From an optimization exercise on the open Yosys and OpenROAD flow, aimed at small area; shortcuts taken in it are not production practice.
Where RTL was checked, it was by simulation tests only, not by an equivalence proof against the original.
Power figures rest on the tool's default switching activity, not on a simulated workload. No driver is modelled on the clock port, so clocking that relies on it looks cheaper here than on a real chip.

== before ==
==> flow/design.v (excerpt) <==
module caq_port (
    input  wire        clk,
    input  wire        rst,
    input  wire        restart,
    input  wire        en_a,
    input  wire        en_b,
    input  wire        en_v,
    input  wire [2:0]  osr,
    input  wire [1:0]  cosr,
    input  wire [1:0]  pair,
    input  wire [2:0]  dosr,
    input  wire [1:0]  dcosr,
    input  wire [7:0]  stuck_len,
    input  wire [15:0] ofs_a,
    input  wire [15:0] gain_a,
    input  wire [15:0] ofs_b,
    input  wire [15:0] gain_b,
    input  wire [15:0] th_hi_a,
    input  wire [15:0] th_lo_a,
    input  wire [15:0] th_hi_b,
    input  wire [15:0] th_lo_b,
    input  wire [15:0] th_hi_v,
    input  wire [15:0] th_lo_v,
    input  wire        ds_en,
    input  wire        ds_a,
    input  wire        ds_b,
    input  wire        ds_v,
    input  wire        strobe,
    output reg         valid_a,
    output reg         valid_b,
    output reg         valid_v,
    output reg         hi_a,
    output reg         lo_a,
    output reg         hi_b,
    output reg         lo_b,
    output reg         hi_v,
    output reg         lo_v,
    output reg         stuck_a,
    output reg         stuck_b,
    output reg         stuck_v,
  ...
Settings: LEC_CHECK=0, CAP_MARGIN=20, CORE_MARGIN=2, CORE_UTILIZATION=55, PLACE_DENSITY=0.7, SLEW_MARGIN=20; clock period 14.0 ns.
standard.sh (not shown) runs the stock make flow with config.mk's settings and CLKGATE_MAP_FILE= SYNTH_SCRIPT=/design/flow/synth_recipe.tcl, a recipe that flattens the netlist after the stock synthesis.
==> flow/flow/run.sh <==
#!/bin/bash
# Layout: the standard flow (standard.sh: ORFS synthesis to finish) with two
# changes to how the layout is made:
#  - clock tree synthesis adds no dummy loads and clusters up to 26 sinks
#    (at most 80 um apart) per leaf buffer;
#  - the buffer placed on every input and output port is buf_1.
# The full output of the run goes to standard.log in this folder.
set -euo pipefail
export CTS_ARGS="-sink_clustering_enable -repair_clock_nets -dont_use_dummy_load -sink_clustering_size 26 -sink_clustering_max_diameter 80"
export BUFFER_PORTS_ARGS="-buffer_cell sky130_fd_sc_hd__buf_1"
bash standard.sh finish > standard.log 2>&1
Every stage of the flow completed for before, and the final layout passed the timing, DRC and antenna checks.
Input changes introduced in after (baseline for comparison: before):
- PLACE_DENSITY: 0.7 -> 0.8
- CORE_UTILIZATION: 55 -> 65
==> flow/flow/run.sh <==
#!/bin/bash
# Layout: the standard flow (standard.sh: ORFS synthesis to finish) with two
# changes to how the layout is made:
#  - clock tree synthesis adds no dummy loads and clusters up to 28 sinks
#    (at most 70 um apart) per leaf buffer;
#  - the buffer placed on every input and output port is buf_1.
# The full output of the run goes to standard.log in this folder.
set -euo pipefail
export CTS_ARGS="-sink_clustering_enable -repair_clock_nets -dont_use_dummy_load -sink_clustering_size 28 -sink_clustering_max_diameter 70"
export BUFFER_PORTS_ARGS="-buffer_cell sky130_fd_sc_hd__buf_1"
bash standard.sh finish > standard.log 2>&1
Findings:
All of before and after finish clean.
Taking before as the reference, in after arrival time at the worst endpoint went down by 0.03 ns, number of cells in the finished layout apart from fillers decreased about 4%.
Post-layout worst setup margin, before and after, higher one = before.
before → after: total core area down about 15%; clock power shrank by about 4%; global-route usage saw an increase; worst slack after detailed placement went up; wire length rose about 7%.
Measured against after, the first-pass GRT wire length of before comes out at 0.946 times the reference value.

* * *

Setup of wip/pepper:
caq_port, a different RTL version from the one above (not shown whole).
For scale: roughly 7200 cells after synthesis, ~2700 flip-flops, about 290 I/O pins, roughly 90000 um2 of cells after synthesis.
clock: 14.0 ns
lec_check: 0
cap_margin: 20
core_margin: 2
core_utilization: 55
cts_buf_list: sky130_fd_sc_hd__clkbuf_8
place_density: 0.7
slew_margin: 20
run.sh (not shown) runs the stock make flow with config.mk's settings and CLKGATE_MAP_FILE= SYNTH_SCRIPT=/design/flow/synth_recipe.tcl, a recipe that flattens the netlist after the stock synthesis.
Stock flow here: none of the scripts above is used.
Relative to wip/pepper, the following input files were edited for wip/harbor:
# wip/pepper
export LEC_CHECK = 0
export CAP_MARGIN = 20
export CORE_MARGIN = 2
export CORE_UTILIZATION = 55
export CTS_BUF_LIST = sky130_fd_sc_hd__clkbuf_8
export PLACE_DENSITY = 0.7
export SLEW_MARGIN = 20
create_clock -name core_clock -period 14.0 [get_ports {clk}]
# wip/harbor
export LEC_CHECK = 0
export CAP_MARGIN = 20
export CORE_MARGIN = 2
export CORE_UTILIZATION = 55
export PLACE_DENSITY = 0.7
export SLEW_MARGIN = 20
create_clock -name core_clock -period 14.0 [get_ports {clk}]
==> flow/flow/run.sh (new file) <==
#!/bin/bash
# Layout: the standard flow (standard.sh: ORFS synthesis to finish), with
# clock tree synthesis told not to add dummy loads and to cluster up to 30 sinks per buffer.
# The full output of the run goes to standard.log in this folder.
set -euo pipefail
export CTS_ARGS="-sink_clustering_enable -repair_clock_nets -dont_use_dummy_load -sink_clustering_size 30 -sink_clustering_max_diameter 100"
bash standard.sh finish > standard.log 2>&1
==> flow/standard.sh (new file) <==
#!/bin/bash
# synth_recipe.tcl (not shown) runs the flow's synth.tcl, then flattens the netlist and writes it again
# the make line also repeats each setting of config.mk as NAME=value (left out here)
make -C /OpenROAD-flow-scripts/flow DESIGN_CONFIG=/design/flow/config.mk WORK_HOME=/design/flow/orfs CLKGATE_MAP_FILE= SYNTH_SCRIPT=/design/flow/synth_recipe.tcl "${@:-finish}"
removed: flow/run.sh
## What came out
wip/harbor reached the end of the flow, and the finished layout is clean on the timing, DRC and antenna checks. On total wire length, the higher figure sits with wip/pepper, not wip/harbor. Final design instance area without fill (lower): wip/harbor. Diff wip/pepper -> wip/harbor: fraction of power consumed by combinational cells saw an increase, minimum setup slack in the final design saw a decrease, count of clock-buffer cells in the layout saw a decrease.
Changes in wip/tundra relative to wip/harbor:
# wip/harbor
export LEC_CHECK = 0
export CAP_MARGIN = 20
export CORE_MARGIN = 2
export CORE_UTILIZATION = 55
export PLACE_DENSITY = 0.7
export SLEW_MARGIN = 20
create_clock -name core_clock -period 14.0 [get_ports {clk}]
# wip/tundra
export LEC_CHECK = 0
export CAP_MARGIN = 20
export CORE_MARGIN = 2
export CORE_UTILIZATION = 40
export PLACE_DENSITY = 0.6
export SLEW_MARGIN = 20
create_clock -name core_clock -period 14.0 [get_ports {clk}]
==> flow/run.sh (new file) <==
#!/bin/bash
# synth_recipe.tcl (not shown) runs the flow's synth.tcl, then flattens the netlist and writes it again
# the make line also repeats each setting of config.mk as NAME=value (left out here)
make -C /OpenROAD-flow-scripts/flow DESIGN_CONFIG=/design/flow/config.mk WORK_HOME=/design/flow/orfs CLKGATE_MAP_FILE= SYNTH_SCRIPT=/design/flow/synth_recipe.tcl finish
removed: flow/flow/run.sh
removed: flow/standard.sh
Results
Result: PASS for each of wip/tundra and wip/harbor
Going from wip/harbor to wip/tundra, portion of total power attributed to combinational logic now sits lower, final critical delay including setup and external delays now sits lower, final area now sits higher, placed wire-length estimate now sits higher.
In wip/tundra relative to wip/harbor, number of buffers created by CTS had gone up by more than 100%.
wip/harbor consumes less power than wip/tundra.
Sort wip/tundra and wip/harbor by count of buffers not belonging to the clock network in the layout, descending, and wip/tundra comes first.
Compared with wip/harbor, wip/tundra shows share of total power in the clock network higher by 11 points.
Setup changes, wip/tundra to wip/willow
# wip/tundra
export LEC_CHECK = 0
export CAP_MARGIN = 20
export CORE_MARGIN = 2
export CORE_UTILIZATION = 40
export PLACE_DENSITY = 0.6
export SLEW_MARGIN = 20
create_clock -name core_clock -period 14.0 [get_ports {clk}]
# wip/willow
export LEC_CHECK = 0
export CAP_MARGIN = 20
export CORE_MARGIN = 2
export CORE_UTILIZATION = 55
export CTS_CLUSTER_DIAMETER = 100
export CTS_CLUSTER_SIZE = 30
export PLACE_DENSITY = 0.7
export SLEW_MARGIN = 20
create_clock -name core_clock -period 14.0 [get_ports {clk}]
--- outcome ---
No stage failed in wip/willow, and the final checks on the layout all came back clean.
Going from wip/tundra to wip/willow, power share of the sequential group up 4.8 points, peak ir drop on the vdd network dropped 8.6%, clock-pin slew reported for the worst setup and hold paths after clock tree synthesis saw an increase, hold slack shows an increase of 0.013 ns.
Function was not checked in any run of this note: the RTL went through the layout flow alone.

* * *

RTL: one of the versions met above, not the one the previous note started from.
For scale: roughly 2700 flip-flops, about 90000 µm² of cells after synthesis.
==> flow/config.mk <==
export PLATFORM = sky130hd
export DESIGN_NAME = caq_port
export DESIGN_NICKNAME = caq_port
export VERILOG_FILES = /design/flow/design.v
export SDC_FILE = /design/flow/constraint.sdc
export NUM_CORES = 4
export LEC_CHECK = 0
export CAP_MARGIN = 20
export CORE_MARGIN = 2
export CORE_UTILIZATION = 55
export PLACE_DENSITY = 0.7
export SLEW_MARGIN = 20
==> flow/constraint.sdc <==
create_clock -name core_clock -period 14.0 [get_ports {clk}]
set_input_delay 2.8000 -clock core_clock [delete_from_list [all_inputs] [get_ports {clk}]]
set_output_delay 2.8000 -clock core_clock [all_outputs]
set_load 0.01 [all_outputs]
standard.sh (not shown) runs the stock make flow with config.mk's settings and CLKGATE_MAP_FILE= SYNTH_SCRIPT=/design/flow/synth_recipe.tcl, a recipe that flattens the netlist after the stock synthesis.
==> flow/flow/run.sh <==
#!/bin/bash
# Layout: the standard flow (standard.sh: ORFS synthesis to finish) with two
# changes to how the layout is made:
#  - clock tree synthesis adds no dummy loads and clusters up to 30 sinks
#    (at most 100 um apart) per leaf buffer;
#  - the buffer placed on every input and output port is buf_1.
# The full output of the run goes to standard.log in this folder.
set -euo pipefail
export CTS_ARGS="-sink_clustering_enable -repair_clock_nets -dont_use_dummy_load -sink_clustering_size 30 -sink_clustering_max_diameter 100"
export BUFFER_PORTS_ARGS="-buffer_cell sky130_fd_sc_hd__buf_1"
bash standard.sh finish > standard.log 2>&1
The first run produced a clean layout.
==> next run, changes <==
==> flow/run.sh (new file) <==
#!/bin/bash
# synth_recipe.tcl (not shown) runs the flow's synth.tcl, then flattens the netlist and writes it again
# the make line also repeats each setting of config.mk as NAME=value (left out here)
make -C /OpenROAD-flow-scripts/flow DESIGN_CONFIG=/design/flow/config.mk WORK_HOME=/design/flow/orfs CLKGATE_MAP_FILE= SYNTH_SCRIPT=/design/flow/synth_recipe.tcl finish
- CTS_CLUSTER_DIAMETER: unset -> 80
- CTS_CLUSTER_SIZE: unset -> 24
removed: flow/flow/run.sh
removed: flow/standard.sh
Effect: The new run completed with no timing, DRC or antenna violations; hold slack gets better by 39 ps; combinational power barely changes; clock power rises by 26%; wire length grows by about 1.1%; count of clock-buffer cells in the layout climbs by 47; critical path depth rises by 1; global-route usage rises by 0.45 points; design area came out higher by about 3.7%; cell count rises by about 1%.
==> next run, changes <==
- CTS_CLUSTER_DIAMETER: 80 -> 100
- CTS_CLUSTER_SIZE: 24 -> 30
Effect:
- The new run completed without violations
- setup slack gets better by 17 ps
- hold slack is about the same
- clock-buffer cell count goes down by 39
- area after synthesis is unchanged
- non-clock buffer count is unchanged
- final area drops by 1.3%
- critical path depth fell by 2
- clock skew rises by 17 ps

## afterwards: timing with drivers on the ports
How much do the figures lean on ideal ports? The routed layouts below were timed once more, with nothing changed but the port constraints.
Step 1 (the two cells are an assumption about what drives the block):
set clk [get_ports {clk}]
set_driving_cell -lib_cell sky130_fd_sc_hd__clkbuf_16 $clk
set_driving_cell -lib_cell sky130_fd_sc_hd__buf_2 [delete_from_list [all_inputs] $clk]
Step 2, shift: input delay + t, output delay - t, t = (earliest + latest rising clock arrival at the registers) / 2. This alone moves slack from input paths to output paths.
a / b / c = ideal ports / drivers / drivers and shift; a / b = the first two.
| run | t (ns) | setup slack, ns | worst setup path at the end | clock arrival spread, ns |
|---|---|---|---|---|
| before | 0.828 | 0.824 / 0.824 / 0.121 | input to register | 0.136 / 0.135 |
| after | 0.790 | 0.794 / 0.824 / 0.058 | input to register | 0.212 / 0.212 |
| wip/pepper | 1.071 | 0.843 / 0.843 / 0.646 | input to register | 0.143 / 0.143 |
| wip/harbor | 0.777 | 0.819 / 0.819 / 0.643 | input to register | 0.117 / 0.118 |
| wip/tundra | 0.939 | 0.875 / 0.875 / 0.822 | input to register | 0.080 / 0.080 |
| wip/willow | 0.817 | 0.825 / 0.825 / 0.704 | input to register | 0.051 / 0.051 |
| the first run of note 3 | 0.788 | 0.812 / 0.812 / 0.084 | input to register | 0.117 / 0.117 |
| the second run of note 3 | 0.867 | 0.757 / 0.757 / 0.047 | input to register | 0.054 / 0.054 |
| the third run of note 3 | 0.820 | 0.774 / 0.774 / 0.073 | input to register | 0.070 / 0.070 |
After both steps setup and hold are still met in every run listed. For after, which loses most, drivers alone change the setup slack by +0.030 ns; drivers and shift together by -0.736 ns.
